Context: an optimization exercise on an open-source flow, tuned for small area, a short achievable clock period and few clock cycles per item. The choices shown serve that exercise and are no tape-out recipe. Only simulation tests tie the RTL to the original design; equivalence was not proved. Power is estimated from default activity; no workload was simulated.

[flow/design.v]
module pkt_parser (
    input  wire         clk,
    input  wire         rst,             
    input  wire         in_valid,
    output wire         in_ready,
    input  wire [511:0] in_data,         
    input  wire [6:0]   in_len,          
    input  wire [9:0]   in_port,
    input  wire         in_pass,
    input  wire         in_dpi_hit,
    input  wire [15:0]  in_dpi_tag,
    input  wire         in_from_host,
    input  wire         in_key_mode,
    input  wire [1:0]   in_tunnel,
    input  wire         in_mpls_en,
    input  wire [7:0]   in_port_label,
    input  wire [15:0]  in_tpid_alt,
    input  wire [15:0]  in_vxlan_port,
    input  wire [15:0]  in_geneve_port,
    output wire         out_valid,
    input  wire         out_ready,
    output wire [479:0] out_key,
    output wire [1:0]   out_verdict,     
    output wire [11:0]  out_payload,
    output wire         out_l3v,
    output wire         out_l4v,
    output wire         out_ptp_in,
    output wire [6:0]   out_ptp_off
);
    reg         s_valid;
    assign in_ready  = ~s_valid | out_ready;
    assign out_valid = s_valid;
    always @(posedge clk) begin
        if (rst)
            s_valid <= 1'b0;
        else if (in_ready)
            s_valid <= in_valid;
    end
    wire [7:0] R [0:127];
    wire       ge [0:127];
    genvar gi;
    generate
        for (gi = 0; gi < 128; gi = gi + 1) begin : g_byte
            if (gi < 64) begin : g_in
                assign R[gi] = in_data[511 - 8*gi -: 8];
            end else begin : g_out
                assign R[gi] = 8'd0;
            end
            if (gi == 0) begin : g_ge0
                assign ge[gi] = 1'b1;
            end else if (gi <= 64) begin : g_gein
                assign ge[gi] = (in_len >= gi);
            end else begin : g_geout
                assign ge[gi] = 1'b0;
            end
        end
    endgenerate
    function is_tag;
        input [15:0] x;
        input [15:0] alt;
        is_tag = (x == 16'h8100) || (x == 16'h88A8) || (alt != 16'h0000 && x == alt);
    endfunction
    function is_ext;
        input [7:0] p;
        is_ext = (p == 8'd0) || (p == 8'd43) || (p == 8'd44) || (p == 8'd60);
    endfunction
    integer i, j, k, w, b;
    wire        eth_ok = ge[14];
    wire [15:0] et [0:2];
    assign et[0] = {R[12], R[13]};
    assign et[1] = {R[16], R[17]};
    assign et[2] = {R[20], R[21]};
    wire        tg0 = is_tag(et[0], in_tpid_alt);
    wire        tg1 = is_tag(et[1], in_tpid_alt);
    wire        tg2 = is_tag(et[2], in_tpid_alt);
    wire        t1 = eth_ok & tg0 & ge[18];          
    wire        t2 = t1 & tg1 & ge[22];              
    wire [2:0]  th = {t2, t1 & ~t2, ~t1};            
    wire [1:0]  tags = {t2, t1 & ~t2};
    wire [2:0]  cth = {t2 & ~tg2, t1 & ~t2 & ~tg1, eth_ok & ~tg0};
    wire        tag_deep = eth_ok & tg0 & ~cth[1] & ~cth[2];
    reg  [2:0]  mp, d4, d6, ep;
    always @(*) begin
        for (i = 0; i < 3; i = i + 1) begin
            mp[i] = cth[i] & in_mpls_en & (et[i] == 16'h8847 || et[i] == 16'h8848);
            d4[i] = cth[i] & (et[i] == 16'h0800) & (~ge[15 + 4*i] | R[14 + 4*i][7:4] == 4'd4);
            d6[i] = cth[i] & (et[i] == 16'h86DD) & (~ge[15 + 4*i] | R[14 + 4*i][7:4] == 4'd6);
            ep[i] = th[i] & eth_ok & (et[i] == 16'h88F7);
        end
    end
    wire [15:0] f_etype_w = ({16{th[0]}} & et[0]) | ({16{th[1]}} & et[1]) | ({16{th[2]}} & et[2]);
    reg  [7:0]  fb;
    reg         m_any, m_stop;
    reg  [2:0]  m_n;
    always @(*) begin
        fb = 8'd0;
        m_n = 3'd0;
        for (i = 0; i < 3; i = i + 1) begin
            m_stop = 1'b0;
            for (j = i; j < i + 6; j = j + 1) begin
                if (mp[i] & ~m_stop & ge[18 + 4*j]) begin
                    m_n = j - i + 1;
                    if (R[16 + 4*j][0]) fb[j] = 1'b1;
                end
                m_stop = m_stop | R[16 + 4*j][0];
            end
        end
    end
    wire        is_mpls = |mp;
    wire        m_ok = |fb;                          
    reg  [8:0]  mk4, mk6;
    reg         m_in;
    always @(*) begin
        mk4 = 9'd0; mk6 = 9'd0; m_in = 1'b0;
        for (j = 0; j < 8; j = j + 1) begin
            m_in       = m_in | (fb[j] & ge[19 + 4*j]);
            mk4[j + 1] = fb[j] & ge[19 + 4*j] & (R[18 + 4*j][7:4] == 4'd4);
            mk6[j + 1] = fb[j] & ge[19 + 4*j] & (R[18 + 4*j][7:4] == 4'd6);
        end
    end
    wire        m_deep = is_mpls & ~m_in;
    wire [19:0] lab0 = ({20{mp[0]}} & {R[14], R[15], R[16][7:4]}) |
                       ({20{mp[1]}} & {R[18], R[19], R[20][7:4]}) |
                       ({20{mp[2]}} & {R[22], R[23], R[24][7:4]});
    wire [2:0]  lab0_tc = ({3{mp[0]}} & R[16][3:1]) | ({3{mp[1]}} & R[20][3:1]) | ({3{mp[2]}} & R[24][3:1]);
    wire [19:0] lab1 = ({20{mp[0]}} & {R[18], R[19], R[20][7:4]}) |
                       ({20{mp[1]}} & {R[22], R[23], R[24][7:4]}) |
                       ({20{mp[2]}} & {R[26], R[27], R[28][7:4]});
    wire [8:0]  kh4 = {6'd0, d4} | mk4;
    wire [8:0]  kh6 = {6'd0, d6} | mk6;
    wire        ip4 = |kh4;
    wire        ip6 = |kh6;
    reg  [7:0]  v4k;                 
    reg  [7:0]  v4u, v4t;
    reg  [3:0]  ihl_k [0:7];
    reg  [15:0] tl_k  [0:7];
    always @(*) begin
        for (k = 0; k < 8; k = k + 1) begin
            ihl_k[k] = R[14 + 4*k][3:0];
            tl_k[k]  = {R[16 + 4*k], R[17 + 4*k]};
            v4k[k]   = kh4[k] & ge[34 + 4*k];
            v4u[k]   = v4k[k] & (ihl_k[k] >= 4'd5) & ({R[20 + 4*k][4:0], R[21 + 4*k]} == 13'd0) &
                       (R[23 + 4*k] == 8'd17);
            v4t[k]   = v4k[k] & (ihl_k[k] >= 4'd5) & ({R[20 + 4*k][4:0], R[21 + 4*k]} == 13'd0) &
                       (R[23 + 4*k] == 8'd6);
        end
    end
    wire        v4_ok = |v4k;
    reg  [2:0]  v6k, v6u, v6t, v6x;
    always @(*) begin
        for (k = 0; k < 3; k = k + 1) begin
            v6k[k]   = kh6[k] & ge[54 + 4*k];
            v6u[k]   = v6k[k] & (R[20 + 4*k] == 8'd17);
            v6t[k]   = v6k[k] & (R[20 + 4*k] == 8'd6);
            v6x[k]   = v6k[k] & is_ext(R[20 + 4*k]);
        end
    end
    wire        v6_ok = |v6k;
    reg  [7:0]   s_b1, s_ttl, s_proto;
    reg  [15:0]  s_fr;
    reg  [31:0]  s4_dip;
    reg  [127:0] s6_dip;
    reg  [15:0]  s_tl;               
    reg  [3:0]   s_ihl;
    reg  [19:0]  s6_flow;
    reg  [15:0]  s6_pl;
    reg  [16:0]  s_ipl;              
    always @(*) begin
        s_b1 = 8'd0; s_ttl = 8'd0; s_proto = 8'd0; s_fr = 16'd0;
        s4_dip = 32'd0; s6_dip = 128'd0; s_tl = 16'd0; s_ihl = 4'd0;
        s6_flow = 20'd0; s6_pl = 16'd0;
        for (k = 0; k < 8; k = k + 1) begin
            s_b1    = s_b1    | ({8{v4k[k]}} & R[15 + 4*k]);
            s_ttl   = s_ttl   | ({8{v4k[k]}} & R[22 + 4*k]);
            s_proto = s_proto | ({8{v4k[k]}} & R[23 + 4*k]);
            s_fr    = s_fr    | ({16{v4k[k]}} & {R[20 + 4*k], R[21 + 4*k]});
            s4_dip  = s4_dip  | ({32{v4k[k]}} & {R[30 + 4*k], R[31 + 4*k], R[32 + 4*k], R[33 + 4*k]});
            s_tl    = s_tl    | ({16{v4k[k]}} & tl_k[k]);
            s_ihl   = s_ihl   | ({4{v4k[k]}} & ihl_k[k]);
        end
        for (k = 0; k < 3; k = k + 1) begin
            s_b1    = s_b1    | ({8{v6k[k]}} & {R[14 + 4*k][3:0], R[15 + 4*k][7:4]});
            s_ttl   = s_ttl   | ({8{v6k[k]}} & R[21 + 4*k]);
            s_proto = s_proto | ({8{v6k[k]}} & R[20 + 4*k]);
            s6_flow = s6_flow | ({20{v6k[k]}} & {R[15 + 4*k][3:0], R[16 + 4*k], R[17 + 4*k]});
            s6_pl   = s6_pl   | ({16{v6k[k]}} & {R[18 + 4*k], R[19 + 4*k]});
            s_tl    = s_tl    | ({16{v6k[k]}} & {R[18 + 4*k], R[19 + 4*k]});
            for (b = 0; b < 16; b = b + 1) begin
                s6_dip[127 - 8*b -: 8] = s6_dip[127 - 8*b -: 8] | ({8{v6k[k]}} & R[38 + 4*k + b]);
            end
        end
    end
    always @(*) s_ipl = {1'b0, s_tl} - {11'd0, s_ihl, 2'b00};
    wire        v4_bad  = (s_ihl < 4'd5) || (s_tl < {10'd0, s_ihl, 2'b00});
    wire        v6_bad  = (s6_pl == 16'd0) && (s_proto != 8'd59);
    wire        v4_fo   = (s_fr[12:0] != 13'd0);
    wire [1:0]  v4_frag = v4_fo ? 2'b10 : (s_fr[13] ? 2'b01 : 2'b00);
    reg  [7:0]  x_b0, x_b1, x_b2, x_b3;
    reg         x_fit2, x_fit4, x_44;
    always @(*) begin
        x_b0 = 8'd0; x_b1 = 8'd0; x_b2 = 8'd0; x_b3 = 8'd0;
        x_fit2 = 1'b0; x_fit4 = 1'b0; x_44 = 1'b0;
        for (k = 0; k < 3; k = k + 1) begin
            x_b0   = x_b0 | ({8{v6x[k]}} & R[54 + 4*k]);
            x_b1   = x_b1 | ({8{v6x[k]}} & R[55 + 4*k]);
            x_b2   = x_b2 | ({8{v6x[k]}} & R[56 + 4*k]);
            x_b3   = x_b3 | ({8{v6x[k]}} & R[57 + 4*k]);
            x_fit2 = x_fit2 | (v6x[k] & ge[56 + 4*k]);
            x_fit4 = x_fit4 | (v6x[k] & ge[58 + 4*k]);
            x_44   = x_44 | (v6x[k] & (R[20 + 4*k] == 8'd44));
        end
    end
    wire        x1      = |v6x;
    wire        x1_ok   = x_fit2;
    wire [11:0] x1_len  = x_44 ? 12'd8 : {1'b0, x_b1, 3'b000} + 12'd8;
    wire        x1_fr   = x_44 & x_fit4;
    wire        x1_late = x1_fr & ({x_b2, x_b3[7:3]} != 13'd0);
    wire [1:0]  x1_frag = x1_late ? 2'b10 : (x_b3[0] ? 2'b01 : 2'b00);
    wire        x1_big  = {4'd0, x1_len} > {1'b0, s6_pl};
    wire        x1_nx   = x1_ok & ~x1_late & is_ext(x_b0);
    wire        x1_l4   = x1_ok & ~x1_late & (x_b0 == 8'd17 || x_b0 == 8'd6);
    wire        x1_8    = x_44 | (x_b1 == 8'd0);
    wire        x2_ok   = x1_nx & v6x[0] & x1_8 & ge[64];
    wire [11:0] x2_len  = (R[54] == 8'd44) ? 12'd8 : {1'b0, R[63], 3'b000} + 12'd8;
    wire        x2_big  = {4'd0, x2_len} + 16'd8 > {1'b0, s6_pl};
    wire        x2_nx   = is_ext(R[62]) || R[62] == 8'd17 || R[62] == 8'd6;
    wire        x_deep  = (x1 & ~x1_ok) | x1_l4 | (x1_nx & ~x2_ok) | (x2_ok & x2_nx);
    reg  [15:0] uw, tw;
    always @(*) begin
        uw = 16'd0; tw = 16'd0;
        for (k = 0; k < 8; k = k + 1)
            for (w = 8; w < 16; w = w + 1)
                if (w - 3 - k >= 5 && w - 3 - k <= 15) begin
                    uw[w] = uw[w] | (v4u[k] & (ihl_k[k] == w - 3 - k));
                    tw[w] = tw[w] | (v4t[k] & (ihl_k[k] == w - 3 - k));
                end
        for (k = 0; k < 3; k = k + 1) begin
            uw[13 + k] = uw[13 + k] | v6u[k];
            tw[13 + k] = tw[13 + k] | v6t[k];
        end
    end
    wire        l4_reach = (|v4u) | (|v4t) | (|v6u) | (|v6t);
    reg  [15:0] uf, tf;              
    reg  [15:0] u_ptp, u_rec, u_vx, u_tge, u_fit8, t_dv, t_fv;
    wire        tun_en = (in_tunnel != 2'b00);
    reg  [15:0] dp;
    always @(*) begin
        uf = 16'd0; tf = 16'd0; u_ptp = 16'd0; u_rec = 16'd0; u_vx = 16'd0;
        u_tge = 16'd0; u_fit8 = 16'd0; t_dv = 16'd0; t_fv = 16'd0;
        for (w = 8; w < 15; w = w + 1) begin
            dp        = {R[4*w + 4], R[4*w + 5]};
            uf[w]     = uw[w] & ge[4*w + 6];
            tf[w]     = tw[w] & ge[4*w + 6];
            u_ptp[w]  = (dp == 16'd319) || (dp == 16'd320);
            u_vx[w]   = (dp == in_vxlan_port);
            u_rec[w]  = tun_en & (u_vx[w] ? (~ge[4*w + 11] | R[4*w + 10][3])
                                          : ((dp == in_geneve_port) &
                                             (~ge[4*w + 14] | (R[4*w + 10][7:6] == 2'b00 &&
                                                               {R[4*w + 12], R[4*w + 13]} == 16'h6558))));
            u_tge[w]  = ge[4*w + 10];
            u_fit8[w] = ge[4*w + 18];
            t_dv[w]   = ge[4*w + 15];
            t_fv[w]   = ge[4*w + 16];
        end
    end
    wire [15:0] vg   = uf & u_rec & u_tge;           
    wire [15:0] vgf  = vg & u_fit8;                  
    wire [15:0] vxf  = vgf & u_vx;
    wire [15:0] gnf  = vgf & ~u_vx;
    wire        u_ok = |uf;
    wire        t_ok = |tf;
    wire        l4_ok = u_ok | t_ok;
    wire        vg_ok = |vgf;
    wire        l4_deep = l4_reach & ~l4_ok;
    wire        u_deep  = |(uf & u_rec & ~u_tge);
    wire        vg_deep = |(vg & ~u_fit8);
    wire        inner    = vg_ok & (in_tunnel == 2'b10);
    wire        in_ok    = inner & vgf[8] & ge[64] & (u_vx[8] | R[42][5:0] == 6'd0);
    wire        in_deep  = inner & ~in_ok;
    wire [15:0] l4w = uf | tf;
    reg  [31:0] l4_ports;
    reg  [15:0] u_len;
    reg         u_lv, u_ptp_in, u_ptp_s;
    reg  [6:0]  u_ptp_off;
    reg  [3:0]  u_ptp_type;
    reg  [7:0]  t_b12, t_b13, g_b0;
    reg         t_dvs;
    reg  [23:0] g_vni;
    always @(*) begin
        l4_ports = 32'd0; u_len = 16'd0; u_lv = 1'b0; u_ptp_in = 1'b0; u_ptp_s = 1'b0;
        u_ptp_off = 7'd0; u_ptp_type = 4'd0; t_b12 = 8'd0; t_b13 = 8'd0; g_b0 = 8'd0;
        t_dvs = 1'b0; g_vni = 24'd0;
        for (w = 8; w < 15; w = w + 1) begin
            l4_ports   = l4_ports | ({32{l4w[w]}} & {R[4*w + 2], R[4*w + 3], R[4*w + 4], R[4*w + 5]});
            u_len      = u_len | ({16{uf[w]}} & {R[4*w + 6], R[4*w + 7]});
            u_lv       = u_lv | (uf[w] & ge[4*w + 8]);
            u_ptp_s    = u_ptp_s | (uf[w] & u_ptp[w]);
            u_ptp_in   = u_ptp_in | (uf[w] & u_ptp[w] & ge[4*w + 11]);
            u_ptp_off  = u_ptp_off | ({7{uf[w] & u_ptp[w] & ge[4*w + 11]}} & (4*w + 10));
            u_ptp_type = u_ptp_type | ({4{uf[w] & u_ptp[w] & ge[4*w + 11]}} & R[4*w + 10][3:0]);
            t_b12      = t_b12 | ({8{tf[w]}} & R[4*w + 14]);
            t_b13      = t_b13 | ({8{tf[w] & t_fv[w]}} & R[4*w + 15]);
            t_dvs      = t_dvs | (tf[w] & t_dv[w]);
            g_b0       = g_b0 | ({8{vgf[w]}} & R[4*w + 10]);
            g_vni      = g_vni | ({24{vgf[w]}} & {R[4*w + 14], R[4*w + 15], R[4*w + 16]});
        end
    end
    wire        t_fvs = |(tf & t_fv);
    wire [3:0]  t_d   = t_b12[7:4];
    wire        u_bad = u_ok & u_lv & ((u_len < 16'd8) || ($signed({1'b0, u_len}) > $signed(s_ipl)));
    wire        t_bad = t_dvs & ((t_d < 4'd5) || ($signed({11'd0, t_d, 2'b00}) > $signed(s_ipl)));
    wire [7:0]  g_opt = {g_b0[5:0], 2'b00};
    wire        g_bad = (|gnf) & u_lv & ({9'd0, g_opt} + 17'd16 > {1'b0, u_len});
    wire deep = ~eth_ok | tag_deep | m_deep | (ip4 & ~v4_ok) | (ip6 & ~v6_ok) | x_deep |
                l4_deep | u_deep | vg_deep | in_deep;
    wire length = (v4_ok & v4_bad) | (v6_ok & v6_bad) | (x1_ok & x1_big) | (x2_ok & x2_big) |
                  u_bad | t_bad | g_bad;
    wire        s_eth = eth_ok & ~m_ok & ~v4_ok & ~v6_ok;
    wire        s_m   = m_ok & ~v4_ok & ~v6_ok;
    wire        s_x1  = x1_ok & ~x2_ok;
    reg  [11:0] pay;
    reg  [15:0] pw;                  
    reg  [11:0] gsum;
    reg  [11:0] x1_pay;
    always @(*) begin
        pay = 12'd0;
        pw  = 16'd0;
        for (i = 0; i < 3; i = i + 1)
            if (s_eth & th[i]) begin
                pay = pay | (14 + 4*i);
                pw[3 + i] = 1'b1;
            end
        for (j = 0; j < 8; j = j + 1)
            if (s_m & fb[j]) begin
                pay = pay | (18 + 4*j);
                pw[4 + j] = 1'b1;
            end
        for (k = 0; k < 8; k = k + 1) begin
            if (v4k[k] & ~l4_ok) begin
                pay = pay | ({8'd0, ihl_k[k]} * 4 + 14 + 4*k);
                for (w = 3; w < 16; w = w + 1)
                    if (w - 3 - k >= 0 && w - 3 - k <= 15 && ihl_k[k] == w - 3 - k) pw[w] = 1'b1;
            end
        end
        for (k = 0; k < 3; k = k + 1) begin
            if (v6k[k] & ~l4_ok & ~x1_ok) begin
                pay = pay | (54 + 4*k);
                pw[13 + k] = 1'b1;
            end
        end
        x1_pay = ({12{v6x[0]}} & 12'd54) | ({12{v6x[1]}} & 12'd58) | ({12{v6x[2]}} & 12'd62);
        if (s_x1) begin
            pay = pay | (x1_pay + x1_len);
            if (v6x[0] & x1_8) pw[15] = 1'b1;
        end
        if (x2_ok) pay = pay | (12'd62 + x2_len);
        for (w = 8; w < 15; w = w + 1) begin
            if (uf[w] & ~vgf[w]) begin
                pay = pay | (4*w + 10);
                pw[w + 2] = 1'b1;
            end
            if (tf[w]) begin
                if (t_dv[w]) begin
                    pay = pay | ({8'd0, R[4*w + 14][7:4]} * 4 + 4*w + 2);
                    for (k = 0; k < 16; k = k + 1)
                        if (w + k < 16 && R[4*w + 14][7:4] == k) pw[w + k] = 1'b1;
                end else begin
                    pay = pay | (4*w + 22);
                    if (w + 5 < 16) pw[w + 5] = 1'b1;
                end
            end
            if (vxf[w] & ~in_ok) begin
                pay = pay | (4*w + 18);
                if (w + 4 < 16) pw[w + 4] = 1'b1;
            end
            if (gnf[w] & ~in_ok) begin
                gsum = {4'd0, R[4*w + 10][5:0], 2'b00} + 4*w + 18;
                pay = pay | gsum;
                for (k = 0; k < 64; k = k + 1)
                    if (w + 4 + k < 16 && R[4*w + 10][5:0] == k) pw[w + 4 + k] = 1'b1;
            end
        end
        if (in_ok) pay = pay | 12'd64;
    end
    wire        profile = in_key_mode | ~(v4_ok | v6_ok);
    wire [15:0] ip_sw = {5'd0, v4k, 3'd0} | {8'd0, v6k, 5'd0};
    wire [15:0] sw = profile ? pw : ip_sw;
    wire        sw0 = profile & ~eth_ok;
    reg         l2_ptp, l2_in;
    reg  [6:0]  l2_off;
    reg  [3:0]  l2_type;
    always @(*) begin
        l2_ptp = 1'b0; l2_in = 1'b0; l2_off = 7'd0; l2_type = 4'd0;
        for (i = 0; i < 3; i = i + 1) begin
            l2_ptp  = l2_ptp | ep[i];
            l2_in   = l2_in | (ep[i] & ge[15 + 4*i]);
            l2_off  = l2_off | ({7{ep[i] & ge[15 + 4*i]}} & (14 + 4*i));
            l2_type = l2_type | ({4{ep[i] & ge[15 + 4*i]}} & R[14 + 4*i][3:0]);
        end
    end
    reg [511:0] q_data;
    reg [6:0]   q_len;
    reg         q_pass, q_dpi_hit, q_from_host;
    reg [9:0]   q_port;
    reg [7:0]   q_port_label;
    reg [15:0]  q_dpi_tag;
    reg         q_eth_ok, q_t1, q_t2, q_profile, q_sw0;
    reg [2:0]   q_mp, q_m_n, q_v6k, q_v6x;
    reg [7:0]   q_v4k;
    reg         q_x1_ok, q_x2_ok, q_x1_fr;
    reg [14:8]  q_uf, q_tf, q_vgf, q_tfv;
    reg         q_gn, q_vx, q_in_ok, q_deep, q_len_ip, q_l3v;
    reg [16:0]  q_ipl;
    reg [11:0]  q_pay;
    reg [15:0]  q_sw;
    reg         q_ptp, q_ptp_in;
    reg [6:0]   q_ptp_off;
    reg [3:0]   q_ptp_type;
    always @(posedge clk) begin
        if (in_ready) begin
            q_data <= in_data;
            q_len <= in_len;
            q_pass <= in_pass; q_dpi_hit <= in_dpi_hit; q_from_host <= in_from_host;
            q_port <= in_port; q_port_label <= in_port_label; q_dpi_tag <= in_dpi_tag;
            q_eth_ok <= eth_ok; q_t1 <= t1; q_t2 <= t2; q_profile <= profile; q_sw0 <= sw0;
            q_mp <= mp; q_m_n <= m_n; q_v6k <= v6k; q_v6x <= v6x; q_v4k <= v4k;
            q_x1_ok <= x1_ok; q_x2_ok <= x2_ok; q_x1_fr <= x1_fr;
            q_uf <= uf[14:8]; q_tf <= tf[14:8]; q_vgf <= vgf[14:8]; q_tfv <= tf[14:8] & t_fv[14:8];
            q_gn <= |gnf; q_vx <= |vxf; q_in_ok <= in_ok; q_deep <= deep;
            q_len_ip <= (v4_ok & v4_bad) | (v6_ok & v6_bad) | (x1_ok & x1_big) | (x2_ok & x2_big);
            q_l3v <= (v4_ok & ~v4_bad) | (v6_ok & ~v6_bad);
            q_ipl <= s_ipl; q_pay <= pay; q_sw <= sw;
            q_ptp <= l2_ptp | u_ptp_s; q_ptp_in <= l2_in | u_ptp_in;
            q_ptp_off <= l2_off | u_ptp_off; q_ptp_type <= l2_type | u_ptp_type;
        end
    end
    wire [7:0] Q  [0:127];
    wire       qge [0:127];
    generate
        for (gi = 0; gi < 128; gi = gi + 1) begin : g_qbyte
            if (gi < 64) begin : g_in
                assign Q[gi] = q_data[511 - 8*gi -: 8];
            end else begin : g_out
                assign Q[gi] = 8'd0;
            end
            if (gi == 0) begin : g_ge0
                assign qge[gi] = 1'b1;
            end else if (gi <= 64) begin : g_gein
                assign qge[gi] = (q_len >= gi);
            end else begin : g_geout
                assign qge[gi] = 1'b0;
            end
        end
    endgenerate
    wire        q4 = |q_v4k;
    wire        q6 = |q_v6k;
    reg  [7:0]   p_b1, p_ttl, p_proto;
    reg  [15:0]  p_fr;
    reg  [31:0]  p4_dip;
    reg  [127:0] p6_dip;
    reg  [19:0]  p6_flow;
    reg  [7:0]   p_x0, p_x2, p_x3;
    always @(*) begin
        p_b1 = 8'd0; p_ttl = 8'd0; p_proto = 8'd0; p_fr = 16'd0;
        p4_dip = 32'd0; p6_dip = 128'd0; p6_flow = 20'd0;
        p_x0 = 8'd0; p_x2 = 8'd0; p_x3 = 8'd0;
        for (k = 0; k < 8; k = k + 1) begin
            p_b1    = p_b1    | ({8{q_v4k[k]}} & Q[15 + 4*k]);
            p_ttl   = p_ttl   | ({8{q_v4k[k]}} & Q[22 + 4*k]);
            p_proto = p_proto | ({8{q_v4k[k]}} & Q[23 + 4*k]);
            p_fr    = p_fr    | ({16{q_v4k[k]}} & {Q[20 + 4*k], Q[21 + 4*k]});
            p4_dip  = p4_dip  | ({32{q_v4k[k]}} & {Q[30 + 4*k], Q[31 + 4*k], Q[32 + 4*k], Q[33 + 4*k]});
        end
        for (k = 0; k < 3; k = k + 1) begin
            p_b1    = p_b1    | ({8{q_v6k[k]}} & {Q[14 + 4*k][3:0], Q[15 + 4*k][7:4]});
            p_ttl   = p_ttl   | ({8{q_v6k[k]}} & Q[21 + 4*k]);
            p_proto = p_proto | ({8{q_v6k[k]}} & Q[20 + 4*k]);
            p6_flow = p6_flow | ({20{q_v6k[k]}} & {Q[15 + 4*k][3:0], Q[16 + 4*k], Q[17 + 4*k]});
            for (b = 0; b < 16; b = b + 1)
                p6_dip[127 - 8*b -: 8] = p6_dip[127 - 8*b -: 8] | ({8{q_v6k[k]}} & Q[38 + 4*k + b]);
            p_x0 = p_x0 | ({8{q_v6x[k]}} & Q[54 + 4*k]);
            p_x2 = p_x2 | ({8{q_v6x[k]}} & Q[56 + 4*k]);
            p_x3 = p_x3 | ({8{q_v6x[k]}} & Q[57 + 4*k]);
        end
    end
    wire [1:0]  p4_frag = (p_fr[12:0] != 13'd0) ? 2'b10 : (p_fr[13] ? 2'b01 : 2'b00);
    wire [1:0]  px1_frag = ({p_x2, p_x3[7:3]} != 13'd0) ? 2'b10 : (p_x3[0] ? 2'b01 : 2'b00);
    wire [14:8] q_l4 = q_uf | q_tf;
    reg  [31:0] p_ports;
    reg  [7:0]  p_tb13;
    reg  [23:0] p_vni;
    always @(*) begin
        p_ports = 32'd0; p_tb13 = 8'd0; p_vni = 24'd0;
        for (w = 8; w < 15; w = w + 1) begin
            p_ports = p_ports | ({32{q_l4[w]}} & {Q[4*w + 2], Q[4*w + 3], Q[4*w + 4], Q[4*w + 5]});
            p_tb13  = p_tb13 | ({8{q_tfv[w]}} & Q[4*w + 15]);
            p_vni   = p_vni | ({24{q_vgf[w]}} & {Q[4*w + 14], Q[4*w + 15], Q[4*w + 16]});
        end
    end
    reg         p_length;
    reg  [15:0] qul;
    reg  [3:0]  qtd;
    reg  [5:0]  qgx;
    always @(*) begin
        p_length = q_len_ip;
        for (w = 8; w < 15; w = w + 1) begin
            qul = {Q[4*w + 6], Q[4*w + 7]};
            qtd = Q[4*w + 14][7:4];
            qgx = Q[4*w + 10][5:0];
            if (q_uf[w] & qge[4*w + 8] & ((qul < 16'd8) || ($signed({1'b0, qul}) > $signed(q_ipl))))
                p_length = 1'b1;
            if (q_tf[w] & qge[4*w + 15] & ((qtd < 4'd5) || ($signed({11'd0, qtd, 2'b00}) > $signed(q_ipl))))
                p_length = 1'b1;
            if (q_vgf[w] & q_gn & qge[4*w + 8] & ({9'd0, qgx, 2'b00} + 17'd16 > {1'b0, qul}))
                p_length = 1'b1;
        end
    end
    reg [127:0] sh;
    always @(*) begin
        sh = 128'd0;
        for (b = 0; b < 16; b = b + 1) begin
            sh[127 - 8*b -: 8] = {8{q_sw0 & qge[b + 1]}} & Q[b];
            for (w = 3; w < 16; w = w + 1)
                sh[127 - 8*b -: 8] = sh[127 - 8*b -: 8] | ({8{q_sw[w] & qge[4*w + 3 + b]}} & Q[4*w + 2 + b]);
        end
    end
    wire [2:0]   q_th    = {q_t2, q_t1 & ~q_t2, ~q_t1};
    wire [47:0]  f_da    = q_eth_ok ? {Q[0], Q[1], Q[2], Q[3], Q[4], Q[5]} : 48'd0;
    wire [47:0]  f_sa    = q_eth_ok ? {Q[6], Q[7], Q[8], Q[9], Q[10], Q[11]} : 48'd0;
    wire [15:0]  f_etype = {16{q_eth_ok}} & (({16{q_th[0]}} & {Q[12], Q[13]}) |
                                             ({16{q_th[1]}} & {Q[16], Q[17]}) |
                                             ({16{q_th[2]}} & {Q[20], Q[21]}));
    wire [1:0]   f_tags  = {q_t2, q_t1 & ~q_t2};
    wire [11:0]  f_ovid  = q_t1 ? {Q[14][3:0], Q[15]} : 12'd0;
    wire [2:0]   f_opcp  = q_t1 ? Q[14][7:5] : 3'd0;
    wire         f_odei  = q_t1 & Q[14][4];
    wire [11:0]  f_ivid  = q_t2 ? {Q[18][3:0], Q[19]} : 12'd0;
    wire [2:0]   f_ipcp  = q_t2 ? Q[18][7:5] : 3'd0;
    wire [19:0]  q_lab0 = ({20{q_mp[0]}} & {Q[14], Q[15], Q[16][7:4]}) |
                          ({20{q_mp[1]}} & {Q[18], Q[19], Q[20][7:4]}) |
                          ({20{q_mp[2]}} & {Q[22], Q[23], Q[24][7:4]});
    wire [2:0]   q_lab0_tc = ({3{q_mp[0]}} & Q[16][3:1]) | ({3{q_mp[1]}} & Q[20][3:1]) | ({3{q_mp[2]}} & Q[24][3:1]);
    wire [19:0]  q_lab1 = ({20{q_mp[0]}} & {Q[18], Q[19], Q[20][7:4]}) |
                          ({20{q_mp[1]}} & {Q[22], Q[23], Q[24][7:4]}) |
                          ({20{q_mp[2]}} & {Q[26], Q[27], Q[28][7:4]});
    wire         q_has0  = (q_m_n != 3'd0);
    wire [19:0]  f_label0 = q_has0 ? q_lab0 : 20'd0;
    wire [2:0]   f_mpls_tc = q_has0 ? q_lab0_tc : 3'd0;
    wire [19:0]  f_label1 = (q_m_n > 3'd1) ? q_lab1 : 20'd0;
    wire [1:0]   f_l3type = {q6, q4};
    wire [5:0]   f_dscp   = p_b1[7:2];
    wire [1:0]   f_ecn    = p_b1[1:0];
    wire [7:0]   f_proto  = q_x2_ok ? Q[62] : (q_x1_ok ? p_x0 : p_proto);
    wire [127:0] f_sip    = {q6 ? sh[127:32] : 96'd0, sh[31:0]};
    wire [127:0] f_dip    = {p6_dip[127:32], p6_dip[31:0] | p4_dip};
    wire [1:0]   f_frag   = q4 ? p4_frag : (q_x1_fr ? px1_frag : 2'b00);
    wire         f_l4v    = |q_l4;
    wire         f_tcpf_v = |q_tfv;
    wire [1:0]   f_tun    = {q_gn, q_vx};
    wire [47:0]  f_inner_da    = q_in_ok ? {Q[50], Q[51], Q[52], Q[53], Q[54], Q[55]} : 48'd0;
    wire [15:0]  f_inner_etype = q_in_ok ? {Q[62], Q[63]} : 16'd0;
    wire [95:0] common = {
        q_profile, q_pass, q_port, q_port_label, q_dpi_hit, q_dpi_tag,
        f_tun, p_vni, f_tags, f_ovid, f_opcp, q_m_n,
        q_ptp, q_ptp_type, f_l3type, f_frag, f_l4v, f_tcpf_v, q_from_host, 1'b0
    };
    wire [383:0] ip_key = {
        f_sip, f_dip, f_proto, f_dscp, f_ecn, p_ttl, p6_flow,
        p_ports, p_tb13, f_label0, f_ivid, f_mpls_tc, 9'd0
    };
    wire [383:0] l2_key = {
        f_da, f_sa, f_etype, f_ivid, f_ipcp, f_odei, f_label0, f_label1, f_mpls_tc,
        f_inner_da, f_inner_etype, sh, 21'd0
    };
    assign out_key     = {common, q_profile ? l2_key : ip_key};
    assign out_verdict = p_length ? 2'd2 : (q_deep ? 2'd1 : 2'd0);
    assign out_payload = q_pay;
    assign out_l3v     = q_l3v;
    assign out_l4v     = f_l4v;
    assign out_ptp_in  = q_ptp_in;
    assign out_ptp_off = q_ptp_off;
endmodule
[flow/run.sh]
#!/bin/bash
# synth_recipe.tcl (not shown) runs the flow's synth.tcl, then flattens the netlist and writes it again
# the make line also repeats each setting of config.mk as NAME=value (left out here)
make -C /OpenROAD-flow-scripts/flow DESIGN_CONFIG=/design/flow/config.mk WORK_HOME=/design/flow/orfs CLKGATE_MAP_FILE= SYNTH_SCRIPT=/design/flow/synth_recipe.tcl finish
[flow/config.mk]
export PLATFORM = sky130hd
export DESIGN_NAME = pkt_parser
export DESIGN_NICKNAME = pkt_parser
export VERILOG_FILES = /design/flow/design.v
export SDC_FILE = /design/flow/constraint.sdc
export NUM_CORES = 4
export LEC_CHECK = 0
export CAP_MARGIN = 20
export CORE_MARGIN = 2
export CORE_UTILIZATION = 20
export GPL_ROUTABILITY_DRIVEN = 1
export PLACE_DENSITY = 0.3
export SETUP_SLACK_MARGIN = 5
export SLEW_MARGIN = 20
[flow/constraint.sdc]
create_clock -name core_clock -period 12.0 [get_ports {clk}]
set_input_delay 2.4000 -clock core_clock [delete_from_list [all_inputs] [get_ports {clk}]]
set_output_delay 2.4000 -clock core_clock [all_outputs]
set_load 0.01 [all_outputs]
==> impl_metrics.ini, run 1 <==
[floorplan]
die_area_sq_mm = 0.3153
fp-row-count = 204
core_area_sq_mm = 0.3091
ioPinCount = 1118
fp.dieW_um = 561.5
initial_core_util = 0.2011
fp.dieH_um = 561.5

[synthesis]
netlist_instances = 7039
synth.distinct_cells = 115
synth-async-reset-ratio = 0
ys.flop_type = edfxtp_1
synth_compound_gate_area_share = 0.3115
ys_ff_latch = 665
yosysTopAreaCell = edfxtp_1
syn_area_per_cell_sq_um = 8.830
synth_edf_count = 664
synthSimpleGateAreaFrac = 0.1922
synth_top_family_by_area = compound AO/OA/AOI/OAI gates
yosysWarnings = 2143
synth_fa_ha_area_frac = 0.04956
synth_top_area_share = 0.3208
synth_area_sq_mm = 0.06216
synthMuxAreaShare = 0.01019
yosysSeqAreaShare = 0.3211
synth_xor_area_frac = 0.04889
synth_area_leaders = edfxtp_1 32%, a222oi_1 8.0%, a22oi_1 5.6%

[worst_setup_path]
critPathRequiredTime_ns = 9.60
end_kind = output port
cp.arrival_ns = 4.87
r2r_start = s_valid
crit_fanout = 25
crit_start = q_len[6]
crit_type = flop to output port
startpoint_type = flop

[power]
power.leakage_nw = 29.87
vdd_ir_drop_max_v = 0.00009668
power_density_mw_per_mm2 = 112.5

[cells_and_area]
fin_cells = 12340
fin_area_sq_mm = 0.08573
fill_cells = 33060
fin_nets = 8865
drive_above_1_share = 0.1613
areaGrowthSynthToFinish_pct = 37.93

[drt]
num_vias = 85380
wl_um = 761300
drc = 0
via_per_inst = 6.920
drt_iter0_drc = 19370
ant_nets = 0
wl_per_cell_um = 61.70
drtPass1Iterations = 15

[place]
port_buffers = 1104
placed_area_sq_mm = 0.07872
dp_hpwl_um = 579300
placed_cells_incl_taps = 11870
gp_congestion = 1.066

[sta]
final-setup-viol-count = 0
period_minus_slack_ns = 7.267
slew_headroom = 0.08379
fin_crit_sh = 0.6055
drv_slew = 0
timing.final.hold_violations = 0
worstMarginPinSlew_ns = 1.374
fmax_ghz = 0.1376
fin_setup_tns_ns = 0
final.setup_skew_ns = 0.03765
rsz0062_at_grt = yes

[global_route]
first_global_vias = 77390
grt_pass1_wl_um = 934200
grt_usage = 0.4592
grt_start_max_net_pins = 159
antenna_found_initial = 214
grt.overflow.total = 0

[clock_tree]
cts.htree.levels = 3
holdBufCountCts = 0
clkLatencyLatePin_ns = 0.88
tritoncts = built
clock_path_buffers = 4
clockRootBuffer = clkbuf_16
cts_sinks = 665
clk_pin_slew_ns = 0.07
cts_buffers = 94

[run_status]
status = no timing/DRC/antenna violations

[min_path]
hp-start = s_valid
hold_class = flop to flop

[flow_run]
drv_cap = 0
[registers in the layout, summed over array words and instances (netlist names), 4 cells and up]
register	cells
q_ipl	17
q_tf	7
q_len	7
q_tfv	5
q_sw	13
q_v4k	8
q_vgf	4
q_port_label	8
q_ptp_off	5
q_ptp_type	4
q_dpi_tag	16
q_pay	11
q_port	10
q_uf	7
q_data	512
[final timing paths]
path / slack [ns] / end / cells past startpoint
min: 1.04 / q_data[221] / 2
max: 4.73 / out_key[273] / 9
min reg2reg: 1.04 / q_data[221] / 2
max reg2reg: 8.02 / q_data[75] / 5
[per-layer routing]
metal / share of wire / GRT usage / wire [um] / vias up
li1: - / - / - / 30630
met1: 0.39 / 0.5778 / 300400 / 43930
met2: 0.39 / 0.6305 / 297900 / 8475
met3: 0.12 / 0.1711 / 92550 / 2277
met4: 0.092 / 0.3469 / 69940 / 68
met5: 0.00062 / 0.001958 / 473 / -
[critical path: stages, from the launching register on]
cell             delay, ns
edfxtp_1              0.35
buf_8                 0.36
or2_4                 0.31
and2_1                0.38
a21boi_2              0.48
a222oi_1              0.25
nand4_1               0.42
nor2_1                0.17
o22ai_2               0.58
clkdlybuf4s50_1       0.67
[layout make-up]
| type | count | area [sq um] | share of cell area |
|---|---|---|---|
| Clock buffer | 109 | 2409 | 0.02809 |
| Clock inverter | 55 | 546.8 | 0.006378 |
| Tap cell | 4120 | 5155 | 0.06013 |
| Antenna cell | 142 | 355.3 | 0.004145 |
| Sequential cell | 665 | 19960 | 0.2328 |
| Timing Repair inverter | 1 | 6.256 | 0.00007297 |
| Timing Repair Buffer | 1718 | 15970 | 0.1863 |
| Multi-Input combinational cell | 5342 | 40520 | 0.4727 |
| Inverter | 186 | 808.3 | 0.009428 |
[power by group]
part	internal [mW]	switching, mW	leakage [nW]
Clock	1.64	1.27	1.43
Combinational	1.08	2.40	21.4
Sequential	2.73	0.524	7.00
Total	5.45	4.20	29.9
[cell families after synthesis]
family / count (synthesis)
AOI/OAI and AO/OA: 2468
xor gates and xnor gates: 347
other: 1
DFF: 665
buffers and inverters: 1046
adders and majority gates: 245
muxes: 63
and+or+nand+nor: 2204
[per-stage QoR]
step / total power, mW / worst slack (ns) / hold WS, ns / util
floorplan: 4.062 / 2.660 / 2.469 / -
global placement: 6.375 / 2.044 / 1.096 / 0.2544
detailed placement: 6.364 / 1.994 / 1.108 / 0.2547
CTS: 9.394 / 4.794 / 1.115 / 0.2732
global route: 9.643 / 4.827 / 1.108 / 0.2766
finish: 9.648 / 4.733 / 1.036 / 0.2774
[Yosys cell counts, types with 49 or more instances]
| cell | count |
|---|---|
| a31oi_1 | 63 |
| a222oi_1 | 498 |
| xor2_1 | 175 |
| nor4_1 | 143 |
| o21a_1 | 52 |
| buf_1 | 124 |
| a21oi_1 | 245 |
| o21ai_0 | 267 |
| nor2b_1 | 190 |
| a22o_1 | 188 |
| nand3_1 | 297 |
| clkbuf_1 | 662 |
| a22oi_1 | 461 |
| o22ai_1 | 64 |
| nor3_1 | 114 |
| and2_1 | 95 |
| nor2_1 | 300 |
| or2_2 | 49 |
| and3_1 | 82 |
| mux2i_1 | 61 |
| inv_1 | 172 |
| xnor2_1 | 172 |
| edfxtp_1 | 664 |
| nand4_1 | 190 |
| nand2_1 | 460 |
| a221oi_1 | 204 |
| ha_1 | 243 |
| a21o_1 | 51 |
[what timing repair did]
item / CTS / global route
endpoints found under the setup margin: 322 / 167
cloned: 2 / 3
pin swaps: 51 / 62
gates resized for setup: 604 / 260
endpoints found under the hold margin: 0 / 0
setup buffers: 107 / 42
[cells in the final DEF (no fill, tap or decap), types with 46 or more instances in the layout]
| master | count |
|---|---|
| clkdlybuf4s50_1 | 975 |
| edfxtp_1 | 664 |
| buf_4 | 559 |
| a222oi_1 | 498 |
| a22oi_1 | 458 |
| nand2_1 | 451 |
| nand3_1 | 288 |
| nor2_1 | 259 |
| ha_1 | 243 |
| o21ai_0 | 240 |
| a21oi_1 | 206 |
| a221oi_1 | 195 |
| nand4_1 | 190 |
| a22o_1 | 187 |
| xor2_1 | 175 |
| xnor2_1 | 171 |
| inv_1 | 155 |
| diode_2 | 142 |
| nor2b_1 | 135 |
| nor4_1 | 121 |
| nor3_1 | 101 |
| clkbuf_16 | 98 |
| and2_1 | 82 |
| and3_1 | 74 |
| a31oi_1 | 51 |
| o21a_1 | 49 |
| o22ai_1 | 48 |
| mux2i_1 | 48 |
| a21o_1 | 47 |
| or2_2 | 46 |
Testbench counts, summed over its fixed seeds: cycles 4,008, items 4,000.
==> run 2, diff against run 1 <==
--- a/flow/design.v
+++ b/flow/design.v
@@ -191,7 +191,19 @@
         end
     end
-    always @(*) s_ipl = {1'b0, s_tl} - {11'd0, s_ihl, 2'b00};
-    wire        v4_bad  = (s_ihl < 4'd5) || (s_tl < {10'd0, s_ihl, 2'b00});
-    wire        v6_bad  = (s6_pl == 16'd0) && (s_proto != 8'd59);
+    reg         v4_bad, v6_bad, x1_big;
+    reg  [11:0] xl_k;
+    always @(*) begin
+        s_ipl = 17'd0; v4_bad = 1'b0; v6_bad = 1'b0; x1_big = 1'b0;
+        for (k = 0; k < 8; k = k + 1) begin
+            s_ipl  = s_ipl | ({17{v4k[k]}} & ({1'b0, tl_k[k]} - {11'd0, ihl_k[k], 2'b00}));
+            v4_bad = v4_bad | (v4k[k] & ((ihl_k[k] < 4'd5) || (tl_k[k] < {10'd0, ihl_k[k], 2'b00})));
+        end
+        for (k = 0; k < 3; k = k + 1) begin
+            s_ipl  = s_ipl | ({17{v6k[k]}} & {1'b0, R[18 + 4*k], R[19 + 4*k]});
+            v6_bad = v6_bad | (v6k[k] & ({R[18 + 4*k], R[19 + 4*k]} == 16'd0) && (R[20 + 4*k] != 8'd59));
+            xl_k   = (R[20 + 4*k] == 8'd44) ? 12'd8 : {1'b0, R[55 + 4*k], 3'b000} + 12'd8;
+            x1_big = x1_big | (v6x[k] & ({4'd0, xl_k} > {1'b0, R[18 + 4*k], R[19 + 4*k]}));
+        end
+    end
     wire        v4_fo   = (s_fr[12:0] != 13'd0);
     wire [1:0]  v4_frag = v4_fo ? 2'b10 : (s_fr[13] ? 2'b01 : 2'b00);
@@ -217,5 +229,4 @@
     wire        x1_late = x1_fr & ({x_b2, x_b3[7:3]} != 13'd0);
     wire [1:0]  x1_frag = x1_late ? 2'b10 : (x_b3[0] ? 2'b01 : 2'b00);
-    wire        x1_big  = {4'd0, x1_len} > {1'b0, s6_pl};
     wire        x1_nx   = x1_ok & ~x1_late & is_ext(x_b0);
     wire        x1_l4   = x1_ok & ~x1_late & (x_b0 == 8'd17 || x_b0 == 8'd6);
@@ -223,5 +234,5 @@
     wire        x2_ok   = x1_nx & v6x[0] & x1_8 & ge[64];
     wire [11:0] x2_len  = (R[54] == 8'd44) ? 12'd8 : {1'b0, R[63], 3'b000} + 12'd8;
-    wire        x2_big  = {4'd0, x2_len} + 16'd8 > {1'b0, s6_pl};
+    wire        x2_big  = {4'd0, x2_len} + 16'd8 > {1'b0, R[18], R[19]};    
     wire        x2_nx   = is_ext(R[62]) || R[62] == 8'd17 || R[62] == 8'd6;
     wire        x_deep  = (x1 & ~x1_ok) | x1_l4 | (x1_nx & ~x2_ok) | (x2_ok & x2_nx);
@@ -276,5 +287,7 @@
     wire        vg_deep = |(vg & ~u_fit8);
     wire        inner    = vg_ok & (in_tunnel == 2'b10);
-    wire        in_ok    = inner & vgf[8] & ge[64] & (u_vx[8] | R[42][5:0] == 6'd0);
+    wire        in_ok    = (in_tunnel == 2'b10) & ge[64] & ~tg0 & (et[0] == 16'h0800) & (R[14] == 8'h45) &
+                           ({R[20][4:0], R[21]} == 13'd0) & (R[23] == 8'd17) & u_rec[8] &
+                           (u_vx[8] | R[42][5:0] == 6'd0);
     wire        in_deep  = inner & ~in_ok;
     wire [15:0] l4w = uf | tf;
@@ -311,5 +324,11 @@
     wire        t_bad = t_dvs & ((t_d < 4'd5) || ($signed({11'd0, t_d, 2'b00}) > $signed(s_ipl)));
     wire [7:0]  g_opt = {g_b0[5:0], 2'b00};
-    wire        g_bad = (|gnf) & u_lv & ({9'd0, g_opt} + 17'd16 > {1'b0, u_len});
+    reg  [15:0] gbad;
+    always @(*) begin
+        gbad = 16'd0;
+        for (w = 8; w < 15; w = w + 1)
+            gbad[w] = ge[4*w + 8] & ({9'd0, R[4*w + 10][5:0], 2'b00} + 17'd16 > {1'b0, R[4*w + 6], R[4*w + 7]});
+    end
+    wire        g_bad = |(gnf & gbad);
     wire deep = ~eth_ok | tag_deep | m_deep | (ip4 & ~v4_ok) | (ip6 & ~v6_ok) | x_deep |
                 l4_deep | u_deep | vg_deep | in_deep;
@@ -400,5 +419,5 @@
     end
     reg [511:0] q_data;
-    reg [6:0]   q_len;
+    reg [64:1]  q_ge;            
     reg         q_pass, q_dpi_hit, q_from_host;
     reg [9:0]   q_port;
@@ -410,7 +429,12 @@
     reg         q_x1_ok, q_x2_ok, q_x1_fr;
     reg [14:8]  q_uf, q_tf, q_vgf, q_tfv;
-    reg         q_gn, q_vx, q_in_ok, q_deep, q_len_ip, q_l3v;
+    reg         q_in_ok, q_deep, q_ulv, q_tdv, q_v4bad, q_v6bad, q_x1big, q_x2big;
+    reg         q_v4ok, q_v6ok, q_sip_hi, q_gbad;
+    reg [15:0]  q_ulen;
+    reg [3:0]   q_td;
+    reg         q_s_eth, q_s_m, q_l4_ok, q_nl4x, q_s_x1, q_x_44;
+    reg [7:0]   q_fb;
+    reg [14:8]  q_vxf, q_gnf;
     reg [16:0]  q_ipl;
-    reg [11:0]  q_pay;
     reg [15:0]  q_sw;
     reg         q_ptp, q_ptp_in;
@@ -420,5 +444,5 @@
         if (in_ready) begin
             q_data <= in_data;
-            q_len <= in_len;
+            for (b = 1; b <= 64; b = b + 1) q_ge[b] <= ge[b];
             q_pass <= in_pass; q_dpi_hit <= in_dpi_hit; q_from_host <= in_from_host;
             q_port <= in_port; q_port_label <= in_port_label; q_dpi_tag <= in_dpi_tag;
@@ -427,8 +451,11 @@
             q_x1_ok <= x1_ok; q_x2_ok <= x2_ok; q_x1_fr <= x1_fr;
             q_uf <= uf[14:8]; q_tf <= tf[14:8]; q_vgf <= vgf[14:8]; q_tfv <= tf[14:8] & t_fv[14:8];
-            q_gn <= |gnf; q_vx <= |vxf; q_in_ok <= in_ok; q_deep <= deep;
-            q_len_ip <= (v4_ok & v4_bad) | (v6_ok & v6_bad) | (x1_ok & x1_big) | (x2_ok & x2_big);
-            q_l3v <= (v4_ok & ~v4_bad) | (v6_ok & ~v6_bad);
-            q_ipl <= s_ipl; q_pay <= pay; q_sw <= sw;
+            q_in_ok <= in_ok; q_deep <= deep;
+            q_ipl <= s_ipl; q_ulv <= u_lv; q_tdv <= t_dvs; q_sw <= sw;
+            q_v4bad <= v4_bad; q_v6bad <= v6_bad; q_x1big <= x1_big; q_x2big <= x2_big;
+            q_v4ok <= v4_ok; q_v6ok <= v6_ok; q_sip_hi <= ~profile & v6_ok;
+            q_ulen <= u_len; q_td <= t_d; q_gbad <= g_bad;
+            q_s_eth <= s_eth; q_s_m <= s_m; q_fb <= fb; q_l4_ok <= l4_ok; q_nl4x <= ~l4_ok & ~x1_ok;
+            q_s_x1 <= s_x1; q_x_44 <= x_44; q_vxf <= vxf[14:8]; q_gnf <= gnf[14:8];
             q_ptp <= l2_ptp | u_ptp_s; q_ptp_in <= l2_in | u_ptp_in;
             q_ptp_off <= l2_off | u_ptp_off; q_ptp_type <= l2_type | u_ptp_type;
@@ -447,5 +474,5 @@
                 assign qge[gi] = 1'b1;
             end else if (gi <= 64) begin : g_gein
-                assign qge[gi] = (q_len >= gi);
+                assign qge[gi] = q_ge[gi];
             end else begin : g_geout
                 assign qge[gi] = 1'b0;
@@ -453,6 +480,7 @@
         end
     endgenerate
-    wire        q4 = |q_v4k;
-    wire        q6 = |q_v6k;
+    wire        q4 = q_v4ok;
+    wire [2:0]  q_th = {q_t2, q_t1 & ~q_t2, ~q_t1};
+    wire        q6 = q_v6ok;
     reg  [7:0]   p_b1, p_ttl, p_proto;
     reg  [15:0]  p_fr;
@@ -498,21 +526,41 @@
         end
     end
-    reg         p_length;
-    reg  [15:0] qul;
-    reg  [3:0]  qtd;
-    reg  [5:0]  qgx;
+    reg  [7:0]   p_x1;
+    always @(*) begin
+        p_x1 = 8'd0;
+        for (k = 0; k < 3; k = k + 1)
+            p_x1 = p_x1 | ({8{q_v6x[k]}} & Q[55 + 4*k]);
+    end
+    wire [11:0] px1_len = q_x_44 ? 12'd8 : {1'b0, p_x1, 3'b000} + 12'd8;
+    wire [11:0] px2_len = (Q[54] == 8'd44) ? 12'd8 : {1'b0, Q[63], 3'b000} + 12'd8;
+    wire        p_len_ip = (q4 & q_v4bad) | (q6 & q_v6bad) | (q_x1_ok & q_x1big) | (q_x2_ok & q_x2big);
+    wire        p_length = p_len_ip | q_gbad |
+                           (q_ulv & ((q_ulen < 16'd8) || ($signed({1'b0, q_ulen}) > $signed(q_ipl)))) |
+                           (q_tdv & ((q_td < 4'd5) || ($signed({11'd0, q_td, 2'b00}) > $signed(q_ipl))));
+    reg  [11:0] p_pay;
+    reg  [11:0] px1_pay;
     always @(*) begin
-        p_length = q_len_ip;
+        p_pay = 12'd0;
+        for (i = 0; i < 3; i = i + 1)
+            if (q_s_eth & q_th[i]) p_pay = p_pay | (14 + 4*i);
+        for (j = 0; j < 8; j = j + 1)
+            if (q_s_m & q_fb[j]) p_pay = p_pay | (18 + 4*j);
+        for (k = 0; k < 8; k = k + 1)
+            if (q_v4k[k] & ~q_l4_ok) p_pay = p_pay | ({8'd0, Q[14 + 4*k][3:0]} * 4 + 14 + 4*k);
+        for (k = 0; k < 3; k = k + 1)
+            if (q_v6k[k] & q_nl4x) p_pay = p_pay | (54 + 4*k);
+        px1_pay = ({12{q_v6x[0]}} & 12'd54) | ({12{q_v6x[1]}} & 12'd58) | ({12{q_v6x[2]}} & 12'd62);
+        if (q_s_x1) p_pay = p_pay | (px1_pay + px1_len);
+        if (q_x2_ok) p_pay = p_pay | (12'd62 + px2_len);
         for (w = 8; w < 15; w = w + 1) begin
-            qul = {Q[4*w + 6], Q[4*w + 7]};
-            qtd = Q[4*w + 14][7:4];
-            qgx = Q[4*w + 10][5:0];
-            if (q_uf[w] & qge[4*w + 8] & ((qul < 16'd8) || ($signed({1'b0, qul}) > $signed(q_ipl))))
-                p_length = 1'b1;
-            if (q_tf[w] & qge[4*w + 15] & ((qtd < 4'd5) || ($signed({11'd0, qtd, 2'b00}) > $signed(q_ipl))))
-                p_length = 1'b1;
-            if (q_vgf[w] & q_gn & qge[4*w + 8] & ({9'd0, qgx, 2'b00} + 17'd16 > {1'b0, qul}))
-                p_length = 1'b1;
+            if (q_uf[w] & ~q_vgf[w]) p_pay = p_pay | (4*w + 10);
+            if (q_tf[w]) begin
+                if (qge[4*w + 15]) p_pay = p_pay | ({8'd0, Q[4*w + 14][7:4]} * 4 + 4*w + 2);
+                else               p_pay = p_pay | (4*w + 22);
+            end
+            if (q_vxf[w] & ~q_in_ok) p_pay = p_pay | (4*w + 18);
+            if (q_gnf[w] & ~q_in_ok) p_pay = p_pay | ({4'd0, Q[4*w + 10][5:0], 2'b00} + 4*w + 18);
         end
+        if (q_in_ok) p_pay = p_pay | 12'd64;
     end
     reg [127:0] sh;
@@ -525,5 +573,4 @@
         end
     end
-    wire [2:0]   q_th    = {q_t2, q_t1 & ~q_t2, ~q_t1};
     wire [47:0]  f_da    = q_eth_ok ? {Q[0], Q[1], Q[2], Q[3], Q[4], Q[5]} : 48'd0;
     wire [47:0]  f_sa    = q_eth_ok ? {Q[6], Q[7], Q[8], Q[9], Q[10], Q[11]} : 48'd0;
@@ -552,10 +599,10 @@
     wire [1:0]   f_ecn    = p_b1[1:0];
     wire [7:0]   f_proto  = q_x2_ok ? Q[62] : (q_x1_ok ? p_x0 : p_proto);
-    wire [127:0] f_sip    = {q6 ? sh[127:32] : 96'd0, sh[31:0]};
+    wire [127:0] f_sip    = {sh[127:32], sh[31:0]};    
     wire [127:0] f_dip    = {p6_dip[127:32], p6_dip[31:0] | p4_dip};
     wire [1:0]   f_frag   = q4 ? p4_frag : (q_x1_fr ? px1_frag : 2'b00);
     wire         f_l4v    = |q_l4;
     wire         f_tcpf_v = |q_tfv;
-    wire [1:0]   f_tun    = {q_gn, q_vx};
+    wire [1:0]   f_tun    = {|q_gnf, |q_vxf};
     wire [47:0]  f_inner_da    = q_in_ok ? {Q[50], Q[51], Q[52], Q[53], Q[54], Q[55]} : 48'd0;
     wire [15:0]  f_inner_etype = q_in_ok ? {Q[62], Q[63]} : 16'd0;
@@ -573,8 +620,10 @@
         f_inner_da, f_inner_etype, sh, 21'd0
     };
-    assign out_key     = {common, q_profile ? l2_key : ip_key};
+    assign out_key     = {common,
+                          ({96{q_profile}} & l2_key[383:288]) | ({96{q_sip_hi}} & ip_key[383:288]),
+                          q_profile ? l2_key[287:0] : ip_key[287:0]};
     assign out_verdict = p_length ? 2'd2 : (q_deep ? 2'd1 : 2'd0);
-    assign out_payload = q_pay;
-    assign out_l3v     = q_l3v;
+    assign out_payload = p_pay;
+    assign out_l3v     = (q4 & ~q_v4bad) | (q6 & ~q_v6bad);
     assign out_l4v     = f_l4v;
     assign out_ptp_in  = q_ptp_in;
==> flow/flow/run.sh (new file) <==
#!/bin/bash
set -euo pipefail
export BUFFER_PORTS_ARGS="-buffer_cell sky130_fd_sc_hd__buf_1"
export SETUP_SLACK_MARGIN=6.5
bash standard.sh > flow.log 2>&1
==> flow/standard.sh (new file) <==
#!/bin/bash
# synth_recipe.tcl (not shown) runs the flow's synth.tcl, then flattens the netlist and writes it again
# the make line also repeats each setting of config.mk as NAME=value (left out here)
make -C /OpenROAD-flow-scripts/flow DESIGN_CONFIG=/design/flow/config.mk WORK_HOME=/design/flow/orfs CLKGATE_MAP_FILE= SYNTH_SCRIPT=/design/flow/synth_recipe.tcl "${@:-finish}"
--- a/flow/config.mk
+++ b/flow/config.mk
@@ -8,7 +8,9 @@
 export CAP_MARGIN = 20
 export CORE_MARGIN = 2
-export CORE_UTILIZATION = 20
+export CORE_UTILIZATION = 30
+export CTS_BUF_LIST = sky130_fd_sc_hd__clkbuf_8
+export CTS_CLUSTER_DIAMETER = 120
+export CTS_CLUSTER_SIZE = 30
 export GPL_ROUTABILITY_DRIVEN = 1
-export PLACE_DENSITY = 0.3
-export SETUP_SLACK_MARGIN = 5
+export PLACE_DENSITY = 0.4
 export SLEW_MARGIN = 20
removed: flow/run.sh
==> impl_metrics.ini, run 2 <==
[run_status]
status = stopped before the end
haltStage = global routing (5_1_grt)
error_line = [ERROR GRT-0232] Routing congestion too high. Check the congestion heatmap in the GUI.

[synthesis]
yosysWarnings = 2143
netlist_instances = 7226
synth_top_area_share = 0.3516
synth.distinct_cells = 103
synth_most_common_cell = edfxtp_1
yosysTopAreaCell = edfxtp_1
synth_common_cells = 757 x edfxtp_1, 741 x clkbuf_1, 534 x a22oi_1, 470 x nand2_1, 361 x a222oi_1
synth_area_leaders = edfxtp_1 35%, a22oi_1 6.2%, a222oi_1 5.6%
synth_area_sq_mm = 0.06466
synth-async-reset-ratio = 0
synth_edf_count = 757
ys.flop_type = edfxtp_1
ys_ff_latch = 758
yosysSeqAreaShare = 0.3519
syn_area_per_cell_sq_um = 8.948

[place]
preCtsSetupSlack_ns = 3.304
port_buffers = 1104
dp_hpwl_um = 509500
gp_congestion = 1.152
placed_cells_incl_taps = 10750

[clock_tree]
cts_buffers = 45
cts.htree.levels = 2
clockRootBuffer = clkbuf_8
clock_path_buffers = 3
holdBufCountCts = 0
cts_sinks = 758

[floorplan]
fp-row-count = 170
ioPinCount = 1118
fp.dieH_um = 468.3
initial_core_util = 0.3016
fp.dieW_um = 468.3

[global_route]
grt_usage = 0.6449
grt_start_max_net_pins = 152
grt.overflow.total = 3
[run 2: cell types whose count changed after synthesis, moves of 71 or more]
cell      change
a22o_1      +105
clkbuf_1     +79
a221oi_1    +107
a222oi_1    -137
and2_1      +146
a21oi_1      -71
a22oi_1      +73
ha_1         -91
edfxtp_1     +93
nor2b_1     -125
[run 2: per-stage QoR]
step                      hold slack, ns  instance area (sq um)  utilization
after CTS                         0.9451                  86970       0.4056
after detailed placement           1.178                  72740       0.3393
after global placement             1.150                  72730       0.3392
after floorplan                    2.469                  64880            -
[run 2: cell families after synthesis]
kind of cell             after synthesis  synth area share
AO/OA/AOI/OAI                       2420            0.2938
XOR/XNOR                             436           0.05906
adder cells (fa/ha/maj)              161           0.03220
buffers and inverters               1129           0.06790
flip-flops                           758            0.3519
multiplexers                          80           0.01271
other                                  1        0.00005800
AND/OR/NAND/NOR                     2241            0.1824
[run 2: worst max-delay path by stage]
stage                          end  slack, ns  depth (start not counted)
detailed placement        q_sw[14]       3.30                         16
floorplan                 in_ready       2.04                          1
CTS                 out_payload[4]       5.03                         11
global placement          q_sw[14]       3.49                         16
[run 2: power by group through the flow]
stage / combinational, mW / sequential [mW] / clock (mW)
2_1_floorplan: 1.21 / 3.27 / 0
3_5_place_dp: 2.65 / 3.63 / 0
3_3_place_gp: 2.65 / 3.64 / 0
4_1_cts: 3.44 / 3.45 / 1.67
[run 2: repair_timing]
action,CTS
endpoints found under the setup margin,572
pin swaps,407
setup buffers,567
cloned,54
resized for setup,1887
[run 2: per-layer routing]
metal,GRT usage,GRT overflow
met4,0.5789,0
met2,0.8097,3
met1,0.6906,0
met3,0.4469,0
met5,0.2508,0
Testbench counts of run 2, summed over its fixed seeds: cycles 4,008, items 4,000.

-- what the ideal ports hide --
No port has a modelled driver above. Below, the same layout with a new extraction and two added sets of constraints.
Step 1 assumes that a clkbuf_16 drives the clock port and a buf_2 every other input.
Step 2 times the ports against the registers' clock, not the clock port: input delays grow and output delays shrink by t, the midpoint of the rising clock arrivals with the driver on.
a / b / c = no drivers / after step 1 / after step 2; a / b = the first two.
run: run 1
shift t [ns]: 0.957
slack for setup (ns): 4.733 / 4.625 / 3.989
worst data-port slew with drivers (ns): 0.25
After both steps setup and hold are still met in run 1. For run 1, drivers alone change the setup slack by -0.108 ns; drivers and shift together by -0.744 ns.
